What follows belongs to an exercise in optimizing a design on an open flow for small area; a production flow would make more cautious choices. Only simulation tests tie the RTL to the original design; equivalence was not proved. Power and IR drop assume default switching activity.

==> flow/design.v <==
module needle_core (
    input  wire         clk,
    input  wire         rst,           
    input  wire         start,         
    input  wire [12:0]  entry_pc,
    input  wire [7:0]   pages,         
    input  wire [15:0]  budget,        
    input  wire [8:0]   vlen,          
    output wire         busy,
    output wire [12:0]  imem_addr,
    input  wire [63:0]  imem_data,
    output wire [7:0]   win_addr,
    input  wire [255:0] win_data,
    output reg          done,
    output reg  [2:0]   reason,
    output reg  [23:0]  fwd,
    output reg  [7:0]   drop,
    output reg  [7:0]   copy,
    output reg  [2:0]   tc,
    output wire [639:0] key            
);
    localparam [2:0] R_END = 3'd0, R_BUDGET = 3'd1, R_WINDOW = 3'd2, R_ILLEGAL = 3'd3;
    reg  [2:0]   state;
    reg  [15:0]  rem;         
    reg  [7:0]   pages_r;
    reg  [8:0]   vlen_r;
    reg  [13:0]  pc;
    reg  [511:0] gfile;       
    reg          fz, fn, fc;
    reg  [639:0] kbuf;
    wire idle = (state == 3'd0);
    wire run  = state[2] & ~state[0];
    assign busy = ~idle;
    assign key  = kbuf;
    assign imem_addr = pc[12:0];
    wire [7:0]  op  = imem_data[63:56];
    wire [3:0]  rd  = imem_data[55:52];
    wire [3:0]  ra  = imem_data[51:48];
    wire [3:0]  rb  = imem_data[47:44];
    wire [3:0]  cc  = imem_data[43:40];
    wire [7:0]  x   = imem_data[39:32];
    wire [31:0] imm = imem_data[31:0];
    wire is_dep  = (op == 8'h10);
    wire is_ldh  = (op == 8'h20);
    wire is_kput = (op == 8'h23);
    wire is_kcpy = (op == 8'h24);
    wire is_kclr = (op == 8'h25);
    wire win_op  = is_ldh | is_kcpy;
    wire [3:0]  rb_sel = is_dep ? rd : rb;
    wire [31:0] va  = gfile[32*ra +: 32];
    wire [31:0] vb  = gfile[32*rb_sel +: 32];
    reg         known;
    reg  [4:0]  used;
    reg  [31:0] imask;
    always @* begin
        known = 1'b1;
        used  = 5'b00000;
        imask = 32'h0;
        case (op)
            8'h00: begin used = 5'b00000; imask = 32'h0;        end  
            8'h01: begin used = 5'b10000; imask = 32'hFFFFFFFF; end  
            8'h02: begin used = 5'b11000; imask = 32'h0;        end  
            8'h03, 8'h05, 8'h07, 8'h09, 8'h0B:
                   begin used = 5'b11100; imask = 32'h0;        end  
            8'h04, 8'h06, 8'h08, 8'h0A, 8'h0C:
                   begin used = 5'b11000; imask = 32'hFFFFFFFF; end  
            8'h0D, 8'h0E:
                   begin used = 5'b11000; imask = 32'h0000001F; end  
            8'h0F, 8'h10:
                   begin used = 5'b11000; imask = 32'h00001F1F; end  
            8'h11: begin used = 5'b01100; imask = 32'h0;        end  
            8'h12, 8'h13:
                   begin used = 5'b01000; imask = 32'hFFFFFFFF; end  
            8'h20: begin used = 5'b11010; imask = 32'h0000FFFF; end  
            8'h23: begin used = 5'b01010; imask = 32'h0000007F; end  
            8'h24: begin used = 5'b01011; imask = 32'h007F00FF; end  
            8'h25: begin used = 5'b00001; imask = 32'h0000007F; end  
            8'h40: begin used = 5'b01010; imask = 32'h00FFFFFF; end  
            8'h41, 8'h42:
                   begin used = 5'b00001; imask = 32'h0;        end  
            8'h45: begin used = 5'b01010; imask = 32'h00000007; end  
            8'h50: begin used = 5'b00000; imask = 32'h00001FFF; end  
            8'h51: begin used = 5'b00010; imask = 32'h00001FFF; end  
            8'h52: begin used = 5'b10000; imask = 32'h00001FFF; end  
            8'h53: begin used = 5'b01000; imask = 32'h0;        end  
            8'h5E: begin used = 5'b00001; imask = 32'h0;        end  
            8'h5F: begin used = 5'b00000; imask = 32'h0;        end  
            default: known = 1'b0;
        endcase
    end
    wire field_bad = (!used[4] && rd != 4'd0) || (!used[3] && ra != 4'd0) ||
                     (!used[2] && rb != 4'd0) || (!used[1] && cc != 4'd0) ||
                     (!used[0] && x != 8'd0)  || ((imm & ~imask) != 32'd0);
    wire [2:0]  sz = (cc[1:0] == 2'd0) ? 3'd1 : (cc[1:0] == 2'd1) ? 3'd2 : 3'd4;
    reg cond;
    always @* begin
        case (cc)
            4'd0: cond = 1'b1;
            4'd1: cond = fz;
            4'd2: cond = !fz;
            4'd3: cond = fc;
            4'd4: cond = !fc;
            4'd5: cond = fc || fz;
            4'd6: cond = !fc && !fz;
            4'd7: cond = fn;
            4'd8: cond = !fn;
            default: cond = 1'b0;
        endcase
    end
    wire [6:0] ko   = is_kcpy ? imm[22:16] : imm[6:0];
    wire [7:0] klen = is_kput ? {5'd0, sz} : x;
    wire [8:0] khi  = {2'd0, ko} + {1'b0, klen};
    reg  illegal;
    always @* begin
        illegal = !known || field_bad;
        if ((is_ldh || is_kput) && cc[1:0] == 2'd3) illegal = 1'b1;
        case (op)
            8'h23: if (khi > 9'd80) illegal = 1'b1;
            8'h24: if (x < 8'd1 || x > 8'd32 || khi > 9'd80) illegal = 1'b1;
            8'h25: if (x < 8'd1 || x > 8'd80 || khi > 9'd80) illegal = 1'b1;
            8'h40: if ((cc[3] ? imm[23:20] : va[23:20]) >= 4'd7) illegal = 1'b1;
            8'h41, 8'h42: if (x == 8'd0) illegal = 1'b1;
            8'h51: if (cc > 4'd8) illegal = 1'b1;
            8'h5E: if (x != 8'd4 && x != 8'd5) illegal = 1'b1;
            default: ;
        endcase
    end
    wire is_rr   = (op == 8'h03) || (op == 8'h05) || (op == 8'h07) ||
                   (op == 8'h09) || (op == 8'h0B) || (op == 8'h11);
    wire is_sub  = (op == 8'h05) || (op == 8'h06) || (op == 8'h11) || (op == 8'h12);
    wire a_zero  = (op == 8'h01) || (win_op && !cc[3]);
    wire [31:0] opa  = a_zero ? 32'd0 : va;
    wire [31:0] opb  = is_rr ? vb : is_kcpy ? {24'd0, imm[7:0]} : imm;
    wire [33:0] sum_w = {1'b0, opa, 1'b1} + {1'b0, opb ^ {32{is_sub}}, is_sub};
    wire [31:0] sum  = sum_w[32:1];
    wire        cout = sum_w[33];
    wire [8:0]  acc_len = is_kcpy ? {3'd0, x[5:0]} : {6'd0, sz};
    wire        win_bad = cout || (sum[31:8] != 24'd0) ||
                          ({1'b0, sum[7:0]} + acc_len > vlen_r);
    assign win_addr = sum[7:0];
    reg [31:0] ldh_val;
    always @* begin
        case (cc[1:0])
            2'd0:    ldh_val = {24'd0, win_data[255:248]};
            2'd1:    ldh_val = {16'd0, win_data[255:240]};
            default: ldh_val = win_data[255:224];
        endcase
    end
    wire [4:0]  pos   = imm[4:0];
    wire [4:0]  lenm1 = imm[12:8];
    wire [5:0]  topb  = {1'b0, pos} + {1'b0, lenm1};
    wire        sh_left = (op == 8'h0D) || is_dep;
    reg  [31:0] va_rev;
    integer k;
    always @* for (k = 0; k < 32; k = k + 1) va_rev[k] = va[31-k];
    wire [31:0] sh_in = sh_left ? va_rev : va;
    wire [31:0] sh_r  = sh_in >> pos;
    reg  [31:0] sh_l, lmask, dmask;
    always @* begin
        for (k = 0; k < 32; k = k + 1) begin
            sh_l[k]  = sh_r[31-k];
            lmask[k] = (op == 8'h0E) || (k <= lenm1);
            dmask[k] = (op == 8'h0D) || ((k >= pos) && (k <= topb));
        end
    end
    wire [31:0] right_r = sh_r & lmask;                         
    wire [31:0] left_r  = (vb & ~dmask) | (sh_l & dmask);       
    wire [13:0] pc_inc = pc + 14'd1;
    reg  [31:0] alu_r;
    reg         alu_wr;      
    reg         alu_fl;      
    reg         alu_ar;      
    always @* begin
        alu_r  = 32'd0;
        alu_wr = 1'b0;
        alu_fl = 1'b0;
        alu_ar = 1'b0;
        case (op)
            8'h01: begin alu_r = sum; alu_wr = 1'b1; end
            8'h02: begin alu_r = va | opb; alu_wr = 1'b1; end        
            8'h03, 8'h04, 8'h05, 8'h06:
                   begin alu_r = sum; alu_wr = 1'b1; alu_fl = 1'b1; alu_ar = 1'b1; end
            8'h07, 8'h08: begin alu_r = va & opb; alu_wr = 1'b1; alu_fl = 1'b1; end
            8'h09, 8'h0A: begin alu_r = va | opb; alu_wr = 1'b1; alu_fl = 1'b1; end
            8'h0B, 8'h0C: begin alu_r = va ^ opb; alu_wr = 1'b1; alu_fl = 1'b1; end
            8'h0D, 8'h10: begin alu_r = left_r;  alu_wr = 1'b1; alu_fl = 1'b1; end
            8'h0E, 8'h0F: begin alu_r = right_r; alu_wr = 1'b1; alu_fl = 1'b1; end
            8'h11, 8'h12: begin alu_r = sum; alu_fl = 1'b1; alu_ar = 1'b1; end
            8'h13: begin alu_r = va & opb; alu_fl = 1'b1; end
            8'h20: begin alu_r = ldh_val; alu_wr = 1'b1; end
            8'h52: begin alu_r = {18'd0, pc_inc}; alu_wr = 1'b1; end
            default: ;
        endcase
    end
    wire alu_c = alu_ar & (cout ^ is_sub);
    reg [7:0] rin [0:31];
    integer p;
    always @* begin
        for (p = 0; p < 32; p = p + 1)
            rin[p] = win_data[255 - 8*p -: 8];
        if (is_kput) begin
            case (cc[1:0])
                2'd0:    rin[0] = va[7:0];
                2'd1:    begin rin[0] = va[15:8]; rin[1] = va[7:0]; end
                default: begin rin[0] = va[31:24]; rin[1] = va[23:16];
                               rin[2] = va[15:8];  rin[3] = va[7:0]; end
            endcase
        end
        if (idle || is_kclr)
            for (p = 0; p < 32; p = p + 1) rin[p] = 8'd0;
    end
    reg [255:0] r0, r1, r2, r3, r4, r5;
    always @* begin
        for (p = 0; p < 32; p = p + 1) r0[8*p +: 8] = rin[p];
        r1 = ko[0] ? {r0[247:0], r0[255:248]} : r0;
        r2 = ko[1] ? {r1[239:0], r1[255:240]} : r1;
        r3 = ko[2] ? {r2[223:0], r2[255:224]} : r2;
        r4 = ko[3] ? {r3[191:0], r3[255:192]} : r3;
        r5 = ko[4] ? {r4[127:0], r4[255:128]} : r4;
    end
    wire key_op = is_kput | is_kcpy | is_kclr;
    reg [79:0] kwe;
    integer i;
    always @* begin
        for (i = 0; i < 80; i = i + 1)
            kwe[i] = idle || (run && key_op && (i >= ko) && (i < khi));
    end
    always @(posedge clk) begin
        for (i = 0; i < 80; i = i + 1)
            if (kwe[i]) kbuf[8*i +: 8] <= r5[8*(i % 32) +: 8];
    end
    wire fetch_bad = pc[13] || !pages_r[pc[12:10]];
    wire abort     = busy && (rem == 16'd0);
    reg        ends;
    reg [2:0]  end_reason;
    always @* begin
        ends       = 1'b0;
        end_reason = R_END;
        if (fetch_bad || illegal) begin
            ends = 1'b1; end_reason = R_ILLEGAL;
        end else if (win_op && win_bad) begin
            ends = 1'b1; end_reason = R_WINDOW;
        end else if (op == 8'h5E) begin
            ends = 1'b1; end_reason = x[2:0];
        end else if (op == 8'h5F) begin
            ends = 1'b1;
        end
    end
    wire taken     = (op == 8'h50) || (op == 8'h52) || (op == 8'h53) || (op == 8'h51 && cond);
    wire two_cycle = taken || is_kcpy;
    wire [13:0] pc_next = !taken ? pc_inc : {1'b0, (op == 8'h53) ? va[12:0] : imm[12:0]};
    wire fin = abort || (run && ends);
    wire [2:0] reason_n = abort ? R_BUDGET : end_reason;
    wire act_clr = idle || (fin && reason_n != R_END);
    always @(posedge clk) begin
        if (rst) begin
            state <= 3'd0;
            done  <= 1'b0;
        end else begin
            done <= fin;
            if (idle)           state <= start ? 3'd1 : 3'd0;
            else if (fin)       state <= 3'd0;
            else if (!state[2]) state <= state + 3'd1;
            else if (run)       state <= two_cycle ? 3'd5 : 3'd4;
            else                state <= 3'd4;
        end
    end
    integer r;
    always @(posedge clk) begin
        reason <= reason_n;
        rem    <= (idle ? budget : rem) - 16'd1;
        if (idle) begin
            pages_r <= pages;
            vlen_r  <= vlen;
            pc      <= {1'b0, entry_pc};
        end else if (run) begin
            pc <= pc_next;
        end
        for (r = 0; r < 16; r = r + 1)
            if (idle || (run && alu_wr && rd == r))
                gfile[32*r +: 32] <= idle ? 32'd0 : alu_r;
        if (idle) begin
            fz <= 1'b0; fn <= 1'b0; fc <= 1'b0;
        end else if (run && alu_fl) begin
            fz <= (alu_r == 32'd0);
            fn <= alu_r[31];
            fc <= alu_c;
        end
        if (act_clr) begin
            fwd <= 24'd0; drop <= 8'd0; copy <= 8'd0; tc <= 3'd0;
        end else if (run) begin
            case (op)
                8'h40: fwd  <= cc[3] ? imm[23:0] : va[23:0];
                8'h41: drop <= x;
                8'h42: copy <= x;
                8'h45: tc   <= cc[3] ? imm[2:0] : va[2:0];
                default: ;
            endcase
        end
    end
endmodule
==> flow/run.sh <==
#!/bin/bash
# synth_recipe.tcl (not shown) runs the flow's synth.tcl, then flattens the netlist and writes it again
# the make line also repeats each setting of config.mk as NAME=value (left out here)
make -C /OpenROAD-flow-scripts/flow DESIGN_CONFIG=/design/flow/config.mk WORK_HOME=/design/flow/orfs CLKGATE_MAP_FILE= SYNTH_SCRIPT=/design/flow/synth_recipe.tcl finish
==> flow/config.mk <==
export PLATFORM = sky130hd
export DESIGN_NAME = needle_core
export DESIGN_NICKNAME = needle_core
export VERILOG_FILES = /design/flow/design.v
export SDC_FILE = /design/flow/constraint.sdc
export NUM_CORES = 4
export LEC_CHECK = 0
export CAP_MARGIN = 30
export CELL_PAD_IN_SITES_DETAIL_PLACEMENT = 2
export CELL_PAD_IN_SITES_GLOBAL_PLACEMENT = 2
export CORE_MARGIN = 2
export CORE_UTILIZATION = 30
export SLEW_MARGIN = 30
export SYNTH_MEMORY_MAX_BITS = 16384
==> flow/constraint.sdc <==
create_clock -name core_clock -period 12.0 [get_ports {clk}]
set_input_delay 2.4000 -clock core_clock [delete_from_list [all_inputs] [get_ports {clk}]]
set_output_delay 2.4000 -clock core_clock [all_outputs]
set_load 0.01 [all_outputs]
==> results of run 1 <==
## sequential cells by signal, indices dropped and copies added, names as in the netlist
| register | flops |
|---|---|
| gfile | 512 |
| drop | 8 |
| fc | 1 |
| copy | 8 |
| fz | 1 |
| reason | 3 |
| fn | 1 |
| tc | 3 |
| state | 3 |
| done | 1 |
| kbuf | 640 |
| fwd | 24 |
| vlen_r | 9 |
| pc | 14 |
| pages_r | 8 |
| rem | 16 |
## final timing paths
path | depth (start not counted) | slack, ns | start | endpoint
max reg2reg | 24 | 4.84 | gfile[226]$_DFFE_PP_ | tc[2]$_SDFFE_PP0P_
max | 24 | 0.38 | imem_data[57] | win_addr[4]
min reg2reg | 2 | 0.51 | tc[0]$_SDFFE_PP0P_ | tc[0]$_SDFFE_PP0P_
min | 2 | 0.51 | tc[0]$_SDFFE_PP0P_ | tc[0]$_SDFFE_PP0P_
## per-layer routing
layer	up-vias	wire length [um]	share of wire [%]
met4	26	34230	6.6
met3	857	33770	6.5
li1	30430	-	-
met2	3379	253400	49
met5	-	165	0.032
met1	39710	199900	38
## metrics by stage
stage | utilization (%) | instance area [um2] | std cells | hold WS, ns
2_1_floorplan | - | 78360 | 7334 | 0.4599
3_3_place_gp | 36.93 | 95910 | 11770 | 0.4954
3_5_place_dp | 36.99 | 96070 | 11770 | 0.5111
4_1_cts | 38.84 | 100900 | 12040 | 0.5192
5_1_grt | 38.91 | 101100 | 12100 | 0.5414
6_report | 38.94 | 101100 | 12120 | 0.5131
## cell families (layout without fill, tap and decap cells)
logic type	Yosys count	after routing
buffers and inverters	743	2055
adders and majority gates	136	136
xor gates and xnor gates	106	106
AOI/OAI and AO/OA	1627	1627
and+or+nand+nor	2403	2403
muxes	1067	1067
DFF	1252	1252
other	0	76
## report_power, final
part	internal [mW]	total, mW	switching [mW]	leakage, nW
Combinational	2.83	7.79	4.96	22.8
Clock	2.49	4.53	2.05	2.30
Sequential	6.23	6.82	0.582	13.4
## final cells by class
| type | instances | area, um2 |
|---|---|---|
| multi-input combinational | 5339 | 39080 |
| clock buffer | 189 | 3930 |
| clock inverter | 84 | 867.1 |
| timing repair buffer | 1653 | 15380 |
| sequential | 1252 | 36900 |
| inverter | 129 | 526.8 |
| fill | 27190 | 158600 |
| tap | 3402 | 4257 |
| antenna | 76 | 190.2 |
## worst min-delay path: cells and delay by family (launching register included)
kind,cells,cell delay [ns]
and+or+nand+nor,1,0.09
AOI/OAI and AO/OA,1,0.06
DFF,1,0.31
## cells in the final DEF, fill, tap and decap left out, types with 23 or more instances in the layout
cell type | netlist | final
a211oi_1 | 76 | 74
a21o_1 | 38 | 38
a21oi_1 | 342 | 339
a221oi_1 | 31 | 30
a22oi_1 | 47 | 46
a311oi_1 | 46 | 46
a31oi_1 | 109 | 106
and2_1 | 40 | 37
and3_1 | 130 | 129
buf_12 | 2 | 23
buf_4 | 17 | 546
clkbuf_1 | 395 | 36
clkbuf_16 | 0 | 150
clkdlybuf4s50_1 | 0 | 1068
clkinv_1 | 2 | 38
dfxtp_1 | 70 | 70
diode_2 | 0 | 76
edfxtp_1 | 1182 | 1182
ha_1 | 133 | 133
inv_1 | 119 | 116
mux2_2 | 39 | 39
mux2i_1 | 707 | 684
mux4_2 | 310 | 310
nand2_1 | 1017 | 1014
nand2b_1 | 37 | 36
nand3_1 | 425 | 425
nand4_1 | 36 | 36
nor2_1 | 485 | 472
nor3_1 | 114 | 113
o211ai_1 | 59 | 59
o21ai_0 | 511 | 448
o21ai_1 | 8 | 43
o21ai_2 | 2 | 24
o221ai_1 | 33 | 33
o22ai_1 | 54 | 53
xnor2_1 | 79 | 78
xor2_1 | 27 | 27
==> impl_metrics.yaml, run 1 <==
yosys:
  synthTopCellsByArea: "edfxtp_1 45%, mux2i_1 9.0%, mux4_2 8.9%"
  syn_area_per_cell_um2: 10.68
  yosysTopAreaCell: "edfxtp_1"
  synth_flop_cell: "edfxtp_1"
  async_flop_share_pct: 0
  synth_top_area_share_pct: 45.30
  synthTopCellsByCount: "1182 x edfxtp_1, 1017 x nand2_1, 707 x mux2i_1"
  yosysMostFrequentCell: "edfxtp_1"
  synth_seq_area_share_pct: 47.09
  ys_seq_elements: 1252
  synth_edf_count: 1182
  synth-xor-area-share_pct: 1.185
  synthMuxAreaShare_pct: 18.87
  netlist_area_um2: 78360
  synth_compound_area_share_pct: 13.21
  synth_nets: 7839
  yosys.area_share.simple_pct: 13.65
  yosys_warnings: 2
  ys_types: 101
  netlist_instances: 7334
  synth_top_family_by_area: "multiplexers"
  yosys.area_share.adder_pct: 2.200
global_routing:
  grt_max_degree: 149
  use_met2_pct: 64.24
  grt_usage_pct: 37.98
  grt-busiest-layer: "met2"
  grt.overflow.total: 0
  grt_pass1_vias: 74650
  antenna_found_initial: 114
  use_met1_pct: 45.33
  gr-usage-met3_pct: 6.507
  grt_pass1_wl_mm: 687.6
worst_setup_path:
  cpPeakStageDelay_ns: 0.66
  worst_setup_path_end_kind: "output pin"
  crit_buf_inv: 7
  crit_chain: "clkdlybuf4s50_1 -> inv_1 -> ha_1 -> or3b_1 -> o21ai_0 -> buf_4 -> and2_2 -> nand2_1 -> and3_1 -> a311oi_1 -> a31o_2 -> nor2_1 -> o21ai_0 -> buf_4 -> o21ai_0 -> buf_4 -> xnor2_1 -> ha_1 -> o21ai_0 -> nor2_1 -> nor3_1 -> xnor2_1 -> buf_4 -> clkdlybuf4s50_1"
  crit_slowest_cell: "or3b_1"
  cp.required_ns: 9.60
  critPathKind: "primary input to output pin"
  critPathLaunchType: "primary input"
  cp_top_family: "buffers and inverters"
  arrival_ns: 9.22
  critical_path.max_fanout: 12
power:
  cellLeakagePower_nw: 38.46
  peakVddDrop_uv: 225.9
  power_mw: 19.14
  power_density_nw_per_um2: 189.3
sta:
  setup_viol: 0
  period_minus_slack_ns: 11.62
  rsz0062_at_grt: "false"
  slew_headroom_pct: 21.40
  slew_viol_final: 0
  fin_crit_sh_pct: 96.84
  layout_setup_ws_ns: 0.3796
  tightest_slew_ns: 1.175
  clock-skew-final_ns: 0.06814
  setup_tns_ns: 0
  fmax_mhz: 86.06
  hold_viol_final: 0
floorplan:
  die_y_um: 515.1
  design.die.area_um2: 265300
  start_util_pct: 30.17
  io-pin-count: 1078
  num_rows: 187
  die_w_um: 515.1
  core_um2: 259700
job:
  maxCapViolations: 0
detailed_routing:
  firstDrtPassIters: 6
  drt_iter0_drc: 7594
  wl_mm: 521.4
  dr_total_vias: 74400
  drtAntennaViolNets: 0
  drc: 0
  wl_per_cell_um: 43.01
  via_per_inst: 6.136
cts:
  cts_made_buffers: 148
  cts_setup_buffers: 0
  path_clk_slew_ns: 0.06
  clk_latency_ns: 0.87
  cts_tree: "yes"
  holdBufCountCts: 0
  htreeDepth: 4
  cts_root_buf: "clkbuf_16"
  ctsResizeCount: 0
  clkSinkCount: 1252
  clock_path_buffers: 3
place:
  routabilityCongestion: 0.9789
  io_buffers: 1077
  dpl.hpwl_mm: 417.1
  post-place-ws_ns: 0.4047
finish:
  synthToLayoutAreaGrowth_pct: 29.06
  drive_gt1_share_pct: 15.16
  nets: 9028
outcome:
  status: "complete, no violations"
min_path:
  hold_class: "flip-flop to flip-flop"
==> run 2: changes to the inputs <==
--- a/flow/design.v
+++ b/flow/design.v
@@ -28,8 +28,10 @@
     reg  [511:0] gfile;       
     reg          fz, fn, fc;
     reg  [639:0] kbuf;
-    wire idle = (state == 3'd0);
-    wire run  = state[2] & ~state[0];
+    wire idle   = (state == 3'd0);
+    wire load   = !state[2] && !idle;
+    wire run    = (state == 3'd4);
+    wire kstall = (state == 3'd6);
     assign busy = ~idle;
     assign key  = kbuf;
     assign imem_addr = pc[12:0];
@@ -110,6 +112,7 @@
     wire [6:0] ko   = is_kcpy ? imm[22:16] : imm[6:0];
     wire [7:0] klen = is_kput ? {5'd0, sz} : x;
     wire [8:0] khi  = {2'd0, ko} + {1'b0, klen};
+    wire [1:0] ku   = {ko[1] ^ ko[0], ko[0]};           
     reg  illegal;
     always @* begin
         illegal = !known || field_bad;
@@ -137,7 +140,9 @@
     wire [8:0]  acc_len = is_kcpy ? {3'd0, x[5:0]} : {6'd0, sz};
     wire        win_bad = cout || (sum[31:8] != 24'd0) ||
                           ({1'b0, sum[7:0]} + acc_len > vlen_r);
-    assign win_addr = sum[7:0];
+    wire [7:0] wimm = imm[7:0] + {6'd0, kstall ? ku : 2'd0};
+    wire [7:0] weff = (cc[3] ? va[7:0] : 8'd0) + wimm;
+    assign win_addr = (load || is_kclr) ? 8'hFF : weff;
     reg [31:0] ldh_val;
     always @* begin
         case (cc[1:0])
@@ -193,37 +198,53 @@
         endcase
     end
     wire alu_c = alu_ar & (cout ^ is_sub);
-    reg [7:0] rin [0:31];
+    wire       zero_k = load || is_kclr;
+    reg  [7:0] fetch [0:31];
+    reg  [7:0] fsrc  [0:3];
+    reg  [7:0] fin1  [0:4];
+    reg  [7:0] fine  [0:6];
+    reg  [7:0] rin   [0:31];
     integer p;
     always @* begin
         for (p = 0; p < 32; p = p + 1)
-            rin[p] = win_data[255 - 8*p -: 8];
+            fetch[p] = win_data[255 - 8*p -: 8];
+        for (p = 0; p < 4; p = p + 1)
+            fsrc[p] = fetch[p];
+        if (zero_k) fsrc[0] = 8'd0;
         if (is_kput) begin
             case (cc[1:0])
-                2'd0:    rin[0] = va[7:0];
-                2'd1:    begin rin[0] = va[15:8]; rin[1] = va[7:0]; end
-                default: begin rin[0] = va[31:24]; rin[1] = va[23:16];
-                               rin[2] = va[15:8];  rin[3] = va[7:0]; end
+                2'd0:    fsrc[0] = va[7:0];
+                2'd1:    begin fsrc[0] = va[15:8]; fsrc[1] = va[7:0]; end
+                default: begin fsrc[0] = va[31:24]; fsrc[1] = va[23:16];
+                               fsrc[2] = va[15:8];  fsrc[3] = va[7:0]; end
             endcase
         end
-        if (idle || is_kclr)
-            for (p = 0; p < 32; p = p + 1) rin[p] = 8'd0;
+        for (p = 0; p < 5; p = p + 1)
+            fin1[p] = ko[0] ? ((p >= 1) ? fsrc[p-1] : 8'd0) : ((p < 4) ? fsrc[p] : 8'd0);
+        for (p = 0; p < 7; p = p + 1)
+            fine[p] = ko[1] ? ((p >= 2) ? fin1[p-2] : 8'd0) : ((p < 5) ? fin1[p] : 8'd0);
+        for (p = 0; p < 32; p = p + 1)
+            rin[p] = (p < 7 && !kstall) ? fine[p] : fetch[p];
     end
-    reg [255:0] r0, r1, r2, r3, r4, r5;
+    wire [2:0] rq = ko[4:2] + {2'd0, kstall && ko[1:0] != 2'd0};
+    reg [255:0] r0, r3, r4, r5;
     always @* begin
         for (p = 0; p < 32; p = p + 1) r0[8*p +: 8] = rin[p];
-        r1 = ko[0] ? {r0[247:0], r0[255:248]} : r0;
-        r2 = ko[1] ? {r1[239:0], r1[255:240]} : r1;
-        r3 = ko[2] ? {r2[223:0], r2[255:224]} : r2;
-        r4 = ko[3] ? {r3[191:0], r3[255:192]} : r3;
-        r5 = ko[4] ? {r4[127:0], r4[255:128]} : r4;
+        r3 = rq[0] ? {r0[223:0], r0[255:224]} : r0;
+        r4 = rq[1] ? {r3[191:0], r3[255:192]} : r3;
+        r5 = rq[2] ? {r4[127:0], r4[255:128]} : r4;
     end
     wire key_op = is_kput | is_kcpy | is_kclr;
     reg [79:0] kwe;
+    reg        lo4;      
     integer i;
     always @* begin
-        for (i = 0; i < 80; i = i + 1)
-            kwe[i] = idle || (run && key_op && (i >= ko) && (i < khi));
+        for (i = 0; i < 80; i = i + 1) begin
+            lo4 = (i & ~3) < ko;
+            kwe[i] = load ||
+                     (run && key_op && (i >= ko) && (i < khi) && (!is_kcpy || lo4)) ||
+                     (kstall && !lo4 && (i < khi));
+        end
     end
     always @(posedge clk) begin
         for (i = 0; i < 80; i = i + 1)
@@ -247,7 +268,6 @@
         end
     end
     wire taken     = (op == 8'h50) || (op == 8'h52) || (op == 8'h53) || (op == 8'h51 && cond);
-    wire two_cycle = taken || is_kcpy;
     wire [13:0] pc_next = !taken ? pc_inc : {1'b0, (op == 8'h53) ? va[12:0] : imm[12:0]};
     wire fin = abort || (run && ends);
     wire [2:0] reason_n = abort ? R_BUDGET : end_reason;
@@ -261,7 +281,7 @@
             if (idle)           state <= start ? 3'd1 : 3'd0;
             else if (fin)       state <= 3'd0;
             else if (!state[2]) state <= state + 3'd1;
-            else if (run)       state <= two_cycle ? 3'd5 : 3'd4;
+            else if (run)       state <= is_kcpy ? 3'd6 : taken ? 3'd5 : 3'd4;
             else                state <= 3'd4;
         end
     end
@@ -273,7 +293,7 @@
             pages_r <= pages;
             vlen_r  <= vlen;
             pc      <= {1'b0, entry_pc};
-        end else if (run) begin
+        end else if ((run && !is_kcpy) || kstall) begin
             pc <= pc_next;
         end
         for (r = 0; r < 16; r = r + 1)
--- a/flow/config.mk
+++ b/flow/config.mk
@@ -5,6 +5,7 @@
 export SDC_FILE = /design/flow/constraint.sdc
 export NUM_CORES = 4
 export LEC_CHECK = 0
+export ABC_AREA = 1
 export CAP_MARGIN = 30
 export CELL_PAD_IN_SITES_DETAIL_PLACEMENT = 2
 export CELL_PAD_IN_SITES_GLOBAL_PLACEMENT = 2
==> run 2 against run 1 <==
Against the previous run:
- still clean
- clock-buffer cell count down 3
- non-clock buffer count decreased by 294
- clock skew is 0.017 ns lower
- largest cell class is now flip-flops and latches
- register-to-register slack worse by 0.30 ns
- routed wire length is 2.6% lower
- global-route usage increased by 0.93 points
- via count increased by 2.4%
- utilization decreased by 0.37 points
- combinational power is 46% lower
- synthesized cell count is 21% higher
==> impl_metrics.yaml, run 2 <==
worst_setup_path:
  critPathKind: "primary input to output pin"
  arrival_ns: 8.50
  crit_start: "imem_data[60]"
  cpPeakStageDelay_ns: 0.78
  cp.required_ns: 9.60
  crit_slowest_cell: "clkdlybuf4s50_1"
  critical_path.max_fanout: 15
  critPathLaunchType: "primary input"
  cp_top_family: "buffers and inverters"
  crit_buf_inv: 6
  worstReg2RegStart: "gfile[320]$_DFFE_PP_"
  worst_setup_path_end_kind: "output pin"
  critPathMostFrequentCell: "nor2_1"
sta:
  setup_tns_ns: 0
  tightest_slew_ns: 1.220
  hold_viol_final: 0
  holdWs_ns: 0.5528
  fmax_mhz: 91.76
  slew_viol_final: 0
  rsz0062_at_grt: "false"
  slew_headroom_pct: 18.65
  fin_crit_sh_pct: 90.81
  period_minus_slack_ns: 10.90
  clock-skew-final_ns: 0.05158
  setup_viol: 0
yosys:
  synth_top_area_share_pct: 47.68
  netlist_area_um2: 74440
  synth_seq_area_share_pct: 49.56
  async_flop_share_pct: 0
  synthTopCellsByCount: "2314 x nand2_1, 1182 x edfxtp_1, 1082 x o21ai_0"
  synthTopCellsByArea: "edfxtp_1 48%, nand2_1 12%, o21ai_0 7.3%"
  netlist_instances: 8864
  yosys_warnings: 6
  syn_area_per_cell_um2: 8.398
  yosysMostFrequentCell: "nand2_1"
  ys_seq_elements: 1252
  synth_flop_cell: "edfxtp_1"
  synth_nets: 9389
  synth_edf_count: 1182
  yosysTopAreaCell: "edfxtp_1"
  ys_types: 71
floorplan:
  core_um2: 246400
  io-pin-count: 1078
  design.die.area_um2: 252100
  start_util_pct: 30.21
  num_rows: 182
  die_y_um: 502.1
  die_w_um: 502.1
detailed_routing:
  wl_mm: 508.0
  via_per_inst: 5.705
  wl_per_cell_um: 38.06
  drc: 0
  drt_iter0_drc: 6458
  dr_total_vias: 76150
  firstDrtPassIters: 6
  drtAntennaViolNets: 0
power:
  peakVddDrop_uv: 112.9
  p_comb_share_pct: 29.0
  power_density_nw_per_um2: 151.1
  seq_power_share_pct: 39.6
  sw_frac_of_total_pct: 36.34
  p_clk_share_pct: 31.4
  cellLeakagePower_nw: 37.40
  p_sw_mw: 5.218
  power_mw: 14.36
  intPower_mw: 9.141
finish:
  largest_reg_flops: 640
  regMostFlops: "kbuf"
  nets: 10360
  final_common_cell: "nand2_1"
  final_core_util_pct: 38.56
  drive_gt1_share_pct: 7.164
  fillerInstances: 27550
  finalNonFillerCells: 13350
  multiInputGateArea_um2: 32940
  layout_common_cells: "2313 x nand2_1, 1182 x edfxtp_1, 1071 x clkdlybuf4s50_1, 1016 x o21ai_0, 764 x inv_1"
  synthToLayoutAreaGrowth_pct: 27.64
  ff_latch_area_um2: 36900
  reg_top3: "kbuf x640, gfile x512, fwd x24"
outcome:
  status: "complete, no violations"
job:
  maxCapViolations: 0
place:
  placedCellCount: 13000
  routabilityCongestion: 1.007
  dpl.hpwl_mm: 403.6
  io_buffers: 1077
cts:
  clkSinkCount: 1252
  cts_setup_buffers: 0
  cts_made_buffers: 148
  holdBufCountCts: 0
  clock_path_buffers: 3
  cts_root_buf: "clkbuf_16"
  clk_latency_ns: 0.86
  path_clk_slew_ns: 0.04
  ctsResizeCount: 0
  cts_tree: "yes"
  htreeDepth: 4
global_routing:
  grt_max_degree: 155
  grt_pass1_vias: 78140
  grt_usage_pct: 38.91
  grt.overflow.total: 0
  grt_pass1_wl_mm: 674.5
  antenna_found_initial: 120
min_path:
  hold_path_startpoint: "fc$_SDFFE_PP0P_"
  hold_class: "flip-flop to flip-flop"
-- run 2: area by class of cell --
cell class	count	share of cell area, %
antenna	84	0.2212
clock buffer	186	4.058
clock inverter	78	0.9191
inverter	805	3.212
multi-input combinational	6273	34.67
sequential	1252	38.83
tap	3312	4.361
timing repair buffer	1359	13.73
-- run 2: cell families (layout without fill, tap and decap cells) --
logic type               after synthesis  in the layout  synth area share (%)
adder cells (fa/ha/maj)              156            156                 2.682
buffers and inverters               1339           2428                 7.173
multiplexers                         209            209                 2.810
AO/OA/AOI/OAI                       2112           2112                 15.93
XOR/XNOR                              80             80                0.9412
AND/OR/NAND/NOR                     3716           3716                 20.90
other                                  0             84                     0
flip-flops                          1252           1252                 49.56
-- run 2: power by group through the flow --
| stage | registers (mW) | logic, mW | clock network (mW) |
|---|---|---|---|
| finish | 5.69 | 4.17 | 4.50 |
| global route | 5.73 | 4.33 | 4.69 |
| CTS | 5.69 | 4.11 | 4.56 |
| detailed placement | 5.77 | 4.09 | 0 |
| global placement | 5.74 | 3.98 | 0 |
| floorplan | 5.81 | 1.63 | 0 |
-- run 2: worst reg2reg max path, delay by kind of cell, from the launching register on --
family | cells | cell delay (ns)
simple gates | 29 | 4.01
flops | 1 | 0.39
compound gates | 6 | 1.13
buf+inv | 5 | 0.46
xor+xnor | 2 | 0.52
fa+ha+maj | 3 | 0.93
-- run 2: layer usage --
| layer | GRT usage, % | vias to the layer above | routed length (um) |
|---|---|---|---|
| met4 | 30.68 | 10 | 44500 |
| met3 | 5.622 | 987 | 26650 |
| met1 | 44.26 | 39590 | 191800 |
| met5 | 0 | - | 67 |
| li1 | - | 32590 | - |
| met2 | 65.50 | 2979 | 245000 |
-- run 2: path summary, 6_finish.rpt --
kind / endpoint / slack [ns] / depth (start not counted)
worst max-delay path: win_addr[7] / 1.10 / 25
worst min-delay path: fc$_SDFFE_PP0P_ / 0.55 / 2
worst max register to register: drop[7]$_SDFFE_PP0P_ / 4.54 / 45
worst min register to register: fc$_SDFFE_PP0P_ / 0.55 / 2
-- run 2: per-stage QoR --
stage | setup WS [ns] | area [um2]
2_1_floorplan | 3.212 | 74440
3_3_place_gp | 0.5505 | 89760
3_5_place_dp | 0.4670 | 90020
4_1_cts | 1.175 | 94750
5_1_grt | 0.6426 | 94960
6_report | 1.102 | 95020
==> run 3: changes to the inputs <==
--- a/flow/design.v
+++ b/flow/design.v
@@ -131,18 +131,18 @@
     wire is_rr   = (op == 8'h03) || (op == 8'h05) || (op == 8'h07) ||
                    (op == 8'h09) || (op == 8'h0B) || (op == 8'h11);
     wire is_sub  = (op == 8'h05) || (op == 8'h06) || (op == 8'h11) || (op == 8'h12);
-    wire a_zero  = (op == 8'h01) || (win_op && !cc[3]);
-    wire [31:0] opa  = a_zero ? 32'd0 : va;
-    wire [31:0] opb  = is_rr ? vb : is_kcpy ? {24'd0, imm[7:0]} : imm;
+    wire [31:0] opa  = (op == 8'h01) ? 32'd0 : va;
+    wire [31:0] opb  = is_rr ? vb : imm;
     wire [33:0] sum_w = {1'b0, opa, 1'b1} + {1'b0, opb ^ {32{is_sub}}, is_sub};
     wire [31:0] sum  = sum_w[32:1];
     wire        cout = sum_w[33];
     wire [8:0]  acc_len = is_kcpy ? {3'd0, x[5:0]} : {6'd0, sz};
-    wire        win_bad = cout || (sum[31:8] != 24'd0) ||
-                          ({1'b0, sum[7:0]} + acc_len > vlen_r);
     wire [7:0] wimm = imm[7:0] + {6'd0, kstall ? ku : 2'd0};
-    wire [7:0] weff = (cc[3] ? va[7:0] : 8'd0) + wimm;
-    assign win_addr = (load || is_kclr) ? 8'hFF : weff;
+    wire [8:0] weff = {1'b0, cc[3] ? va[7:0] : 8'd0} + {1'b0, wimm};
+    wire       win_bad = weff[8] || (cc[3] && va[31:8] != 24'd0) ||
+                         (is_ldh && imm[15:8] != 8'd0) ||
+                         ({1'b0, weff[7:0]} + acc_len > vlen_r);
+    assign win_addr = (load || is_kclr) ? 8'hFF : weff[7:0];
     reg [31:0] ldh_val;
     always @* begin
         case (cc[1:0])
@@ -155,21 +155,22 @@
     wire [4:0]  lenm1 = imm[12:8];
     wire [5:0]  topb  = {1'b0, pos} + {1'b0, lenm1};
     wire        sh_left = (op == 8'h0D) || is_dep;
-    reg  [31:0] va_rev;
+    wire [4:0]  ramt  = sh_left ? (5'd0 - pos) : pos;
+    wire [63:0] rot2  = {va, va} >> ramt;
+    wire [31:0] rot   = rot2[31:0];
+    reg  [31:0] smask;
     integer k;
-    always @* for (k = 0; k < 32; k = k + 1) va_rev[k] = va[31-k];
-    wire [31:0] sh_in = sh_left ? va_rev : va;
-    wire [31:0] sh_r  = sh_in >> pos;
-    reg  [31:0] sh_l, lmask, dmask;
     always @* begin
         for (k = 0; k < 32; k = k + 1) begin
-            sh_l[k]  = sh_r[31-k];
-            lmask[k] = (op == 8'h0E) || (k <= lenm1);
-            dmask[k] = (op == 8'h0D) || ((k >= pos) && (k <= topb));
+            case (op)
+                8'h0D:   smask[k] = (k >= pos);                             
+                8'h0E:   smask[k] = (31 - k >= pos);                        
+                8'h0F:   smask[k] = (31 - k >= pos) && (k <= lenm1);        
+                default: smask[k] = (k >= pos) && (k <= topb);              
+            endcase
         end
     end
-    wire [31:0] right_r = sh_r & lmask;                         
-    wire [31:0] left_r  = (vb & ~dmask) | (sh_l & dmask);       
+    wire [31:0] shift_r = (rot & smask) | (is_dep ? (vb & ~smask) : 32'd0);
     wire [13:0] pc_inc = pc + 14'd1;
     reg  [31:0] alu_r;
     reg         alu_wr;      
@@ -188,8 +189,8 @@
             8'h07, 8'h08: begin alu_r = va & opb; alu_wr = 1'b1; alu_fl = 1'b1; end
             8'h09, 8'h0A: begin alu_r = va | opb; alu_wr = 1'b1; alu_fl = 1'b1; end
             8'h0B, 8'h0C: begin alu_r = va ^ opb; alu_wr = 1'b1; alu_fl = 1'b1; end
-            8'h0D, 8'h10: begin alu_r = left_r;  alu_wr = 1'b1; alu_fl = 1'b1; end
-            8'h0E, 8'h0F: begin alu_r = right_r; alu_wr = 1'b1; alu_fl = 1'b1; end
+            8'h0D, 8'h0E, 8'h0F, 8'h10:
+                   begin alu_r = shift_r; alu_wr = 1'b1; alu_fl = 1'b1; end
             8'h11, 8'h12: begin alu_r = sum; alu_fl = 1'b1; alu_ar = 1'b1; end
             8'h13: begin alu_r = va & opb; alu_fl = 1'b1; end
             8'h20: begin alu_r = ldh_val; alu_wr = 1'b1; end
==> flow/flow/run.sh (new file) <==
#!/bin/bash
# The standard layout (standard.sh, unchanged synthesis), with two changes:
# the port buffers are the smallest buffer cell, and CTS inserts no dummy
# loads. Each tool's output goes to orfs/logs; make's own output to make.log.
set -euo pipefail
export BUFFER_PORTS_ARGS="-buffer_cell sky130_fd_sc_hd__buf_1"
export CTS_ARGS="-sink_clustering_enable -repair_clock_nets -dont_use_dummy_load"
bash standard.sh finish > make.log 2>&1
==> flow/standard.sh (new file) <==
#!/bin/bash
# synth_recipe.tcl (not shown) runs the flow's synth.tcl, then flattens the netlist and writes it again
# the make line also repeats each setting of config.mk as NAME=value (left out here)
make -C /OpenROAD-flow-scripts/flow DESIGN_CONFIG=/design/flow/config.mk WORK_HOME=/design/flow/orfs CLKGATE_MAP_FILE= SYNTH_SCRIPT=/design/flow/synth_recipe.tcl "${@:-finish}"
--- a/flow/config.mk
+++ b/flow/config.mk
@@ -6,10 +6,12 @@
 export NUM_CORES = 4
 export LEC_CHECK = 0
 export ABC_AREA = 1
-export CAP_MARGIN = 30
+export CAP_MARGIN = 20
 export CELL_PAD_IN_SITES_DETAIL_PLACEMENT = 2
 export CELL_PAD_IN_SITES_GLOBAL_PLACEMENT = 2
 export CORE_MARGIN = 2
 export CORE_UTILIZATION = 30
-export SLEW_MARGIN = 30
+export CTS_BUF_LIST = sky130_fd_sc_hd__clkbuf_4 sky130_fd_sc_hd__clkbuf_8
+export CTS_CLUSTER_SIZE = 20
+export SLEW_MARGIN = 20
 export SYNTH_MEMORY_MAX_BITS = 16384
removed: flow/run.sh
==> run 3 against run 2 <==
Against the previous run:
- still clean on timing, DRC and antenna
- clock power shrank 11%
- clock skew grew 0.056 ns
- highest routed layer unchanged
- non-clock buffer count shrank 44
- die area grew 0.58%
- cell area shrank 8.4%
- combinational power shrank 15%
- sequential share of layout area grew 3.6 points
- clock-buffer cell count shrank 34
- utilization shrank 3.5 points
- register-to-register slack gained 0.51 ns
==> impl_metrics.yaml, run 3 <==
outcome:
  status: "complete, no violations"
yosys:
  synth_seq_area_share_pct: 49.27
  yosysTopAreaCell: "edfxtp_1"
  yosys_warnings: 6
  synth_edf_count: 1182
  synth_top_family_by_area: "simple AND/OR/NAND/NOR gates"
  synthTopCellsByArea: "edfxtp_1 47%, nand2_1 14%, nand3_1 7.7%"
  synthMuxAreaShare_pct: 3.034
  synth_compound_area_share_pct: 11.55
  async_flop_share_pct: 0
  ys_types: 69
  synthTopCellsByCount: "2707 x nand2_1, 1182 x edfxtp_1, 1153 x nand3_1"
  synth_nets: 9571
  netlist_instances: 9043
  synth-xor-area-share_pct: 0.9207
  syn_area_per_cell_um2: 8.280
  synth_top_area_share_pct: 47.40
  yosys.area_share.simple_pct: 25.70
  yosysMostFrequentCell: "nand2_1"
  synth_flop_cell: "edfxtp_1"
  netlist_area_um2: 74880
  yosys.area_share.adder_pct: 2.707
  ys_seq_elements: 1252
worst_setup_path:
  crit_start: "imem_data[57]"
  worst_setup_path_end_kind: "output pin"
  r2r_cells: 37
  crit_buf_inv: 4
  r2r_end: "fwd[21]$_SDFFE_PP0P_"
  critPathKind: "primary input to output pin"
  crit_slowest_cell: "nand3_2"
  worstReg2RegStart: "state[0]$_SDFF_PP0_"
  critPathMostFrequentCell: "nand2_1"
  crit_chain: "buf_1 -> inv_1 -> ha_1 -> nand2_4 -> nor2_2 -> nand3_2 -> nand2_1 -> o21ai_1 -> buf_4 -> ha_1 -> nand2_1 -> fa_1 -> xnor2_1 -> ha_1 -> a21oi_1 -> nand2_1 -> a21oi_1 -> o21ai_0 -> a21oi_1 -> o21ai_0 -> xnor2_1 -> nand2_1 -> buf_1"
  cp_top_family: "adder cells"
  critical_path.max_fanout: 19
  endpoint: "win_addr[7]"
  cp.required_ns: 9.60
  arrival_ns: 7.53
  reg2reg_slack_ns: 5.05
  critPathLaunchType: "primary input"
  cpPeakStageDelay_ns: 0.52
  crit_cells: 23
finish:
  drive_gt1_share_pct: 6.255
  multiInputGateArea_um2: 33400
  nets: 10510
  reg_top3: "kbuf x640, gfile x512, fwd x24"
  regMostFlops: "kbuf"
  fillerInstances: 28440
  synthToLayoutAreaGrowth_pct: 16.27
  layout_common_cells: "2705 x nand2_1, 1182 x edfxtp_1, 1152 x nand3_1, 1072 x buf_1, 817 x o21ai_0"
  final_common_cell: "nand2_1"
  largest_reg_flops: 640
  final_core_util_pct: 35.04
  ff_latch_area_um2: 36900
cts:
  holdBufCountCts: 0
  cts_setup_buffers: 0
  cts_root_buf: "clkbuf_16"
  clkSinkCount: 1252
  htreeDepth: 4
  clk_latency_ns: 0.84
  path_clk_slew_ns: 0.05
  clock_path_buffers: 3
  ctsResizeCount: 0
  cts_made_buffers: 152
  cts_tree: "yes"
power:
  power_mw: 13.28
  peakVddDrop_uv: 111.3
  power_density_nw_per_um2: 152.6
  cellLeakagePower_nw: 34.35
floorplan:
  die_w_um: 503.6
  start_util_pct: 30.14
  num_rows: 183
  design.die.area_um2: 253600
  die_y_um: 503.6
  io-pin-count: 1078
  core_um2: 248400
min_path:
  hold_class: "flip-flop to flip-flop"
global_routing:
  grt_pass1_wl_mm: 661.0
  grt.overflow.total: 0
  grt_pass1_vias: 78200
  antenna_found_initial: 126
  grt_usage_pct: 37.55
  grt_max_degree: 146
job:
  maxCapViolations: 0
sta:
  setup_tns_ns: 0
  setup_viol: 0
  slew_headroom_pct: 15.95
  tightest_slew_ns: 1.248
  slew_viol_final: 0
  clock-skew-final_ns: 0.1076
  period_minus_slack_ns: 9.932
  layout_setup_ws_ns: 2.068
  rsz0062_at_grt: "false"
  hold_viol_final: 0
  fmax_mhz: 100.7
  holdWs_ns: 0.5151
  fin_crit_sh_pct: 82.77
place:
  io_buffers: 1077
  post-place-ws_ns: 1.848
  dpl.hpwl_mm: 383.9
  routabilityCongestion: 0.9762
detailed_routing:
  drc: 0
  drtAntennaViolNets: 0
  via_per_inst: 5.700
  drt_iter0_drc: 6895
  dr_total_vias: 76270
  wl_per_cell_um: 36.91
  firstDrtPassIters: 5
  wl_mm: 493.9
==> run 3: cell types whose count changed in the layout (fill, tap and decap cells not counted), sizes merged, moves of 192 or more <==
cell / delta
a21oi: -196
o21ai: -192
buf: +1021
nand3: +541
nand2: +400
clkdlybuf4s50: -1071
==> run 3: worst min path at each step <==
stage                    startpoint              end  slack [ns]  cells after the start
floorplan           fc$_SDFFE_PP0P_  fc$_SDFFE_PP0P_        0.46                      2
global placement    fc$_SDFFE_PP0P_  fc$_SDFFE_PP0P_        0.48                      2
detailed placement  fc$_SDFFE_PP0P_  fc$_SDFFE_PP0P_        0.49                      2
CTS                 fc$_SDFFE_PP0P_  fc$_SDFFE_PP0P_        0.50                      2
global route        fc$_SDFFE_PP0P_  fc$_SDFFE_PP0P_        0.53                      2
finish              fc$_SDFFE_PP0P_  fc$_SDFFE_PP0P_        0.52                      2
==> run 3: layout make-up <==
cell class | instances | area share [%]
timing repair buffer | 1315 | 6.904
inverter | 682 | 2.978
tap | 3330 | 4.786
multi-input combinational | 6575 | 38.37
sequential | 1252 | 42.38
clock buffer | 152 | 4.369
antenna | 75 | 0.2156
==> run 3: cell families after synthesis <==
logic type	count (synthesis)
simple gates	4560
flops	1252
compound gates	1552
buf+inv	1216
xor+xnor	77
mux	227
fa+ha+maj	159
==> run 3: report_power, final <==
part / switching, mW / internal, mW / leakage, nW
logic: 2.76 / 0.784 / 19.9
clock network: 1.81 / 2.20 / 1.87
registers: 0.268 / 5.45 / 12.6
==> run 3: layer usage <==
| layer | track usage, % | vias up | routed length [um] |
|---|---|---|---|
| li1 | - | 32850 | - |
| met1 | 44.29 | 39790 | 191900 |
| met2 | 63.85 | 2742 | 239100 |
| met3 | 4.594 | 882 | 24670 |
| met4 | 25.52 | 8 | 38130 |
| met5 | 0 | - | 54 |
==> run 3: stage by stage <==
| stage | cells | cell area (um2) |
|---|---|---|
| after detailed placement | 13150 | 83030 |
| final | 13380 | 87060 |
| after floorplan | 9043 | 74880 |
| after global placement | 13150 | 82950 |
| after global routing | 13360 | 87020 |
| after CTS | 13300 | 86830 |
==> run 3: worst register-to-register path, delay by kind of cell, from the launching register on <==
family,cells,cell delay (ns)
AOI/OAI and AO/OA,8,1.64
xor gates and xnor gates,2,0.42
adders and majority gates,5,1.37
buffers and inverters,7,1.19
DFF,1,0.36
and+or+nand+nor,15,1.86
==> run 4: changes to the inputs <==
--- a/flow/config.mk
+++ b/flow/config.mk
@@ -11,7 +11,5 @@
 export CELL_PAD_IN_SITES_GLOBAL_PLACEMENT = 2
 export CORE_MARGIN = 2
 export CORE_UTILIZATION = 30
-export CTS_BUF_LIST = sky130_fd_sc_hd__clkbuf_4 sky130_fd_sc_hd__clkbuf_8
-export CTS_CLUSTER_SIZE = 20
 export SLEW_MARGIN = 20
 export SYNTH_MEMORY_MAX_BITS = 16384
==> run 4 against run 3 <==
Against the previous run:
- clock skew did not move
- largest cell class unchanged
- die area unchanged
- flip-flop and latch count unchanged
- hold slack unchanged
- highest routed layer unchanged
- sequential share of layout area did not move
- setup slack is the same
- critical path depth did not move
- non-clock buffer count unchanged
- cell area unchanged
- maximum frequency unchanged
- global-route usage unchanged
- utilization unchanged
==> impl_metrics.yaml, run 4 <==
yosys:
  synth_compound_area_share_pct: 11.55
  async_flop_share_pct: 0
  yosys.area_share.simple_pct: 25.70
  synthTopCellsByCount: "2707 x nand2_1, 1182 x edfxtp_1, 1153 x nand3_1"
  yosysTopAreaCell: "edfxtp_1"
  yosysMostFrequentCell: "nand2_1"
  yosys.area_share.adder_pct: 2.707
  synthTopCellsByArea: "edfxtp_1 47%, nand2_1 14%, nand3_1 7.7%"
  syn_area_per_cell_um2: 8.280
  ys_seq_elements: 1252
  synth_flop_cell: "edfxtp_1"
  synth-xor-area-share_pct: 0.9207
  synth_edf_count: 1182
  yosys_warnings: 6
  ys_types: 69
  synth_seq_area_share_pct: 49.27
  synthMuxAreaShare_pct: 3.034
  synth_nets: 9571
  synth_top_area_share_pct: 47.40
  netlist_instances: 9043
  netlist_area_um2: 74880
  synth_top_family_by_area: "simple AND/OR/NAND/NOR gates"
finish:
  fillerInstances: 28440
  final_core_util_pct: 35.04
  layout_common_cells: "2705 x nand2_1, 1182 x edfxtp_1, 1152 x nand3_1, 1072 x buf_1, 817 x o21ai_0"
  nets: 10510
  largest_reg_flops: 640
  reg_top3: "kbuf x640, gfile x512, fwd x24"
  final_common_cell: "nand2_1"
  regMostFlops: "kbuf"
  synthToLayoutAreaGrowth_pct: 16.27
  finalNonFillerCells: 13380
  drive_gt1_share_pct: 6.255
power:
  power_density_nw_per_um2: 152.6
  p_clk_share_pct: 30.2
  p_sw_mw: 4.842
  seq_power_share_pct: 43.1
  sw_frac_of_total_pct: 36.45
  peakVddDrop_uv: 111.3
  intPower_mw: 8.442
  p_comb_share_pct: 26.7
  cellLeakagePower_nw: 34.35
global_routing:
  grt_usage_pct: 37.55
  grt_pass1_wl_mm: 661.0
  grt.overflow.total: 0
  grt_max_degree: 146
  antenna_found_initial: 126
  grt_pass1_vias: 78200
cts:
  cts_setup_buffers: 0
  htreeDepth: 4
  clkSinkCount: 1252
  cts_root_buf: "clkbuf_16"
  cts_made_buffers: 152
  path_clk_slew_ns: 0.05
  cts_tree: "yes"
  clk_latency_ns: 0.84
  clock_path_buffers: 3
  holdBufCountCts: 0
  ctsResizeCount: 0
worst_setup_path:
  arrival_ns: 7.53
  crit_buf_inv: 4
  crit_slowest_cell: "nand3_2"
  cp.required_ns: 9.60
  critPathMostFrequentCell: "nand2_1"
  cpPeakStageDelay_ns: 0.52
  cp_top_family: "adder cells"
  worst_setup_path_end_kind: "output pin"
  reg2reg_slack_ns: 5.05
  critPathLaunchType: "primary input"
  critPathKind: "primary input to output pin"
  critical_path.max_fanout: 19
  crit_chain: "buf_1 -> inv_1 -> ha_1 -> nand2_4 -> nor2_2 -> nand3_2 -> nand2_1 -> o21ai_1 -> buf_4 -> ha_1 -> nand2_1 -> fa_1 -> xnor2_1 -> ha_1 -> a21oi_1 -> nand2_1 -> a21oi_1 -> o21ai_0 -> a21oi_1 -> o21ai_0 -> xnor2_1 -> nand2_1 -> buf_1"
sta:
  setup_tns_ns: 0
  slew_viol_final: 0
  period_minus_slack_ns: 9.932
  slew_headroom_pct: 15.95
  fmax_mhz: 100.7
  clock-skew-final_ns: 0.1076
  rsz0062_at_grt: "false"
  hold_viol_final: 0
  layout_setup_ws_ns: 2.068
  tightest_slew_ns: 1.248
  fin_crit_sh_pct: 82.77
  setup_viol: 0
floorplan:
  io-pin-count: 1078
  num_rows: 183
  die_w_um: 503.6
  start_util_pct: 30.14
  core_um2: 248400
  design.die.area_um2: 253600
  die_y_um: 503.6
place:
  dpl.hpwl_mm: 383.9
  placedCellCount: 13150
  post-place-ws_ns: 1.848
  routabilityCongestion: 0.9762
  io_buffers: 1077
detailed_routing:
  drt_iter0_drc: 6895
  wl_per_cell_um: 36.91
  wl_mm: 493.9
  drtAntennaViolNets: 0
  via_per_inst: 5.700
  firstDrtPassIters: 5
  drc: 0
  dr_total_vias: 76270
job:
  maxCapViolations: 0
outcome:
  status: "complete, no violations"
min_path:
  hold_class: "flip-flop to flip-flop"
==> run 4: cell counts after synthesis <==
Identical to the previous run, type by type.
==> run 4: kinds of logic (layout without fill, tap and decap cells) <==
| family | Yosys count | count (layout) |
|---|---|---|
| AOI/OAI and AO/OA | 1552 | 1552 |
| xor gates and xnor gates | 77 | 77 |
| adders and majority gates | 159 | 159 |
| buffers and inverters | 1216 | 2149 |
| DFF | 1252 | 1252 |
| muxes | 227 | 227 |
| other | 0 | 75 |
| and+or+nand+nor | 4560 | 4560 |
==> run 4: worst paths after layout <==
path	cells past startpoint	end	from
hold reg to reg	2	fc$_SDFFE_PP0P_	fc$_SDFFE_PP0P_
setup / recovery	23	win_addr[7]	imem_data[57]
setup reg to reg	37	fwd[21]$_SDFFE_PP0P_	state[0]$_SDFF_PP0_
hold / removal	2	fc$_SDFFE_PP0P_	fc$_SDFFE_PP0P_
==> run 4: power groups by stage <==
stage	clock network (mW)	registers [mW]	logic, mW
floorplan	0	5.82	1.59
global placement	0	5.76	3.40
detailed placement	0	5.80	3.49
CTS	4.07	5.72	3.50
global route	4.20	5.76	3.73
finish	4.02	5.72	3.55
==> run 4: cell type report <==
cell class	instances	area, um2	area share (%)
sequential	1252	36900	42.38
multi-input combinational	6575	33400	38.37
timing repair buffer	1315	6011	6.904
tap	3330	4167	4.786
clock buffer	152	3804	4.369
inverter	682	2592	2.978
antenna	75	187.7	0.2156
==> run 4: worst min-delay path: stages (launching register included) <==
cell and delay (ns):
dfxtp_1 0.33, nand2_1 0.08, a21oi_1 0.06
==> run 4: layer usage <==
layer | vias up | part of all wire (%) | track usage [%]
met5 | - | 0.011 | 0
met4 | 8 | 7.7 | 25.52
met3 | 882 | 5.0 | 4.594
met2 | 2742 | 48 | 63.85
met1 | 39790 | 39 | 44.29
li1 | 32850 | - | -
==> run 4: metrics by stage <==
stage	instance area (um2)	power, mW	hold slack [ns]
3_3_place_gp	82950	9.164	0.4848
6_report	87060	13.28	0.5151
3_5_place_dp	83030	9.289	0.4927
5_1_grt	87020	13.68	0.5336
4_1_cts	86830	13.29	0.5016
2_1_floorplan	74880	7.408	0.4586
==> run 5: changes to the inputs <==
==> flow/flow/run.sh (replaced) <==
#!/bin/bash
# The standard layout (standard.sh, unchanged synthesis), with two changes:
# the port buffers are the smallest buffer cell, and CTS builds the tree from
# clkbuf_4/clkbuf_8 with no dummy loads. Each tool's output goes to
# orfs/logs; make's own output to make.log.
set -euo pipefail
export BUFFER_PORTS_ARGS="-buffer_cell sky130_fd_sc_hd__buf_1"
export CTS_ARGS="-sink_clustering_enable -repair_clock_nets -dont_use_dummy_load -buf_list {sky130_fd_sc_hd__clkbuf_4 sky130_fd_sc_hd__clkbuf_8} -sink_clustering_size 20"
bash standard.sh finish > make.log 2>&1
==> run 5 against run 4 <==
Against the previous run:
- setup slack got worse by 0.018 ns
- via count grew 0.33%
- synthesized area unchanged
- flip-flop and latch count is the same
- maximum frequency is 0.18% lower
- largest power group unchanged
==> impl_metrics.yaml, run 5 <==
outcome:
  status: "complete, no violations"
yosys:
  netlist_instances: 9043
  synth_flop_cell: "edfxtp_1"
  yosysMostFrequentCell: "nand2_1"
  async_flop_share_pct: 0
  yosysTopAreaCell: "edfxtp_1"
  synth_top_area_share_pct: 47.40
  ys_seq_elements: 1252
  ys_types: 69
  netlist_area_um2: 74880
  synthTopCellsByCount: "2707 x nand2_1, 1182 x edfxtp_1, 1153 x nand3_1"
  yosys_warnings: 6
  syn_area_per_cell_um2: 8.280
  synth_seq_area_share_pct: 49.27
  synthTopCellsByArea: "edfxtp_1 47%, nand2_1 14%, nand3_1 7.7%"
  synth_edf_count: 1182
  synth_nets: 9571
sta:
  fin_crit_sh_pct: 82.92
  setup_tns_ns: 0
  clock-skew-final_ns: 0.1809
  period_minus_slack_ns: 9.951
  slew_viol_final: 0
  rsz0062_at_grt: "false"
  tightest_slew_ns: 1.313
  setup_viol: 0
  slew_headroom_pct: 11.88
  fmax_mhz: 100.5
  layout_setup_ws_ns: 2.049
  hold_viol_final: 0
power:
  p_comb_share_pct: 27.9
  cellLeakagePower_nw: 34.12
  seq_power_share_pct: 45.0
  peakVddDrop_uv: 102.0
  power_density_nw_per_um2: 147.0
  intPower_mw: 7.901
  power_mw: 12.71
  sw_frac_of_total_pct: 37.83
  p_sw_mw: 4.808
  p_clk_share_pct: 27.1
place:
  routabilityCongestion: 0.9762
  dpl.hpwl_mm: 383.9
  io_buffers: 1077
  post-place-ws_ns: 1.848
floorplan:
  start_util_pct: 30.14
  core_um2: 248400
  design.die.area_um2: 253600
  io-pin-count: 1078
  die_w_um: 503.6
  die_y_um: 503.6
  num_rows: 183
cts:
  ctsResizeCount: 0
  clk_latency_ns: 1.08
  clock_path_buffers: 3
  holdBufCountCts: 0
  htreeDepth: 4
  clkSinkCount: 1252
  cts_setup_buffers: 0
  cts_root_buf: "clkbuf_8"
  cts_tree: "yes"
  cts_made_buffers: 230
  path_clk_slew_ns: 0.03
finish:
  ff_latch_area_um2: 36900
  reg_top3: "kbuf x640, gfile x512, fwd x24"
  nets: 10580
  largest_reg_flops: 640
  multiInputGateArea_um2: 33400
  fillerInstances: 28530
  final_common_cell: "nand2_1"
  drive_gt1_share_pct: 6.973
  regMostFlops: "kbuf"
  layout_common_cells: "2705 x nand2_1, 1182 x edfxtp_1, 1152 x nand3_1, 1072 x buf_1, 816 x o21ai_0"
  synthToLayoutAreaGrowth_pct: 15.45
worst_setup_path:
  worstReg2RegStart: "state[0]$_SDFF_PP0_"
  reg2reg_slack_ns: 5.04
  critPathLaunchType: "primary input"
  critical_path.max_fanout: 19
  critPathKind: "primary input to output pin"
  cp.required_ns: 9.60
  worst_setup_path_end_kind: "output pin"
  r2r_cells: 37
  arrival_ns: 7.55
  r2r_end: "fwd[6]$_SDFFE_PP0P_"
detailed_routing:
  drt_iter0_drc: 6811
  dr_total_vias: 76530
  drc: 0
  wl_mm: 494.0
  via_per_inst: 5.681
  drtAntennaViolNets: 0
  firstDrtPassIters: 6
  wl_per_cell_um: 36.67
global_routing:
  grt_usage_pct: 37.62
  grt_max_degree: 146
  grt_pass1_wl_mm: 662.6
  antenna_found_initial: 133
  grt.overflow.total: 0
  grt_pass1_vias: 79080
min_path:
  worstHoldEndpoint: "fc$_SDFFE_PP0P_"
  worstHoldPathCells: 2
  hold_class: "flip-flop to flip-flop"
  hold_path_startpoint: "fc$_SDFFE_PP0P_"
job:
  maxCapViolations: 0
[run 5: cell count changes in the layout (fill, tap and decap cells not counted)]
cell	previous run	this run
o22ai_1	50	49
o21ai_2	8	7
o22ai_2	0	1
o21ai_1	93	95
o21ai_0	817	816
clkbuf_4	3	2
clkbuf_16	152	0
diode_2	75	88
clkbuf_8	0	230
[run 5: worst max path at each step]
stage,from,endpoint,slack [ns],cells after the start
after detailed placement,imem_data[57],fwd[6]$_SDFFE_PP0P_,1.85,41
after CTS,imem_data[57],win_addr[7],2.10,23
after floorplan,imem_data[57],win_addr[7],3.42,25
after global placement,imem_data[57],drop[7]$_SDFFE_PP0P_,2.04,41
final,imem_data[57],win_addr[7],2.05,23
after global routing,imem_data[57],win_addr[6],1.71,24
[run 5: per-stage QoR]
step	util, %	area [um2]	hold WS, ns	instances
after floorplan	-	74880	0.4586	9043
after global placement	33.39	82950	0.4848	13150
after detailed placement	33.42	83030	0.4927	13150
after CTS	34.69	86190	0.4987	13380
after global routing	34.77	86370	0.5312	13440
final	34.80	86450	0.5048	13470
[run 5: area by class of cell]
type	count	share of cell area, %
well taps	3330	4.820
multi-input cells	6575	38.64
repair buffers	1314	6.944
diodes	88	0.2547
clock buffers	230	3.662
inverters	682	2.999
flip-flops and latches	1252	42.68
[run 5: logic make-up after synthesis]
| kind of cell | synth area share, % |
|---|---|
| fa+ha+maj | 2.707 |
| xor+xnor | 0.9207 |
| mux | 3.034 |
| buf+inv | 6.816 |
| simple gates | 25.70 |
| compound gates | 11.55 |
| flops | 49.27 |
[run 5: worst max-delay path, stage by stage]
cell and delay (ns):
buf_1 0.21, inv_1 0.20, ha_1 0.35, nand2_4 0.12, nor2_2 0.24, nand3_2 0.53, nand2_1 0.24, o21ai_1 0.11
buf_4 0.21, ha_1 0.30, nand2_1 0.09, fa_1 0.48, xnor2_1 0.15, ha_1 0.38, a21oi_1 0.20, nand2_1 0.11
a21oi_1 0.13, o21ai_0 0.14, a21oi_1 0.16, o21ai_0 0.11, xnor2_1 0.36, nand2_1 0.13, buf_1 0.16
[run 5: per-layer routing]
metal,GRT usage [%],wire (um),up-vias
li1,-,-,32970
met1,44.04,190300,39690
met2,63.48,238000,2898
met3,5.265,26390,965
met4,26.35,38900,12
met5,0,308,-
[run 5: power by group through the flow]
stage	clock, mW	sequential, mW	combinational (mW)
final	3.44	5.72	3.54
after global routing	3.65	5.76	3.73
after CTS	3.51	5.72	3.50
after detailed placement	0	5.80	3.49
after global placement	0	5.76	3.40
after floorplan	0	5.82	1.59

## separate check: timing with driven ports
In the flow no input, the clock included, has a driving cell. The finished layouts below were timed again as built, in two steps.
Step 1 assumes that a clkbuf_16 drives the clock port and a buf_2 every other input.
Step 2, shift: input delay + t, output delay - t, t = (earliest + latest rising clock arrival at the registers) / 2. This alone moves slack from input paths to output paths.
a / b / c = ideal / step 1 / step 2; a / b = the first two.
| run | shift t [ns] | slack for setup (ns) | clock arrival spread, ns | worst slew at a driven data input, ns | pins driven straight from the clock port |
|---|---|---|---|---|---|
| run 1 | 0.955 | 0.380 / 0.351 / 0.196 | 0.068 / 0.069 | 0.47 | 1 |
| run 2 | 0.944 | 1.102 / 1.034 / 0.342 | 0.053 / 0.052 | 0.35 | 1 |
| run 3 | 0.880 | 2.068 / 2.044 / 1.682 | 0.107 / 0.108 | 0.32 | 1 |
| run 4 | 0.880 | 2.068 / 2.044 / 1.682 | 0.107 / 0.108 | 0.32 | 1 |
| run 5 | 1.075 | 2.049 / 2.025 / 1.619 | 0.181 / 0.181 | 0.32 | 1 |
After both steps setup and hold are still met in every run listed. The setup slack of run 2, which loses most, moves by -0.068 ns with the drivers and by -0.760 ns with both steps.
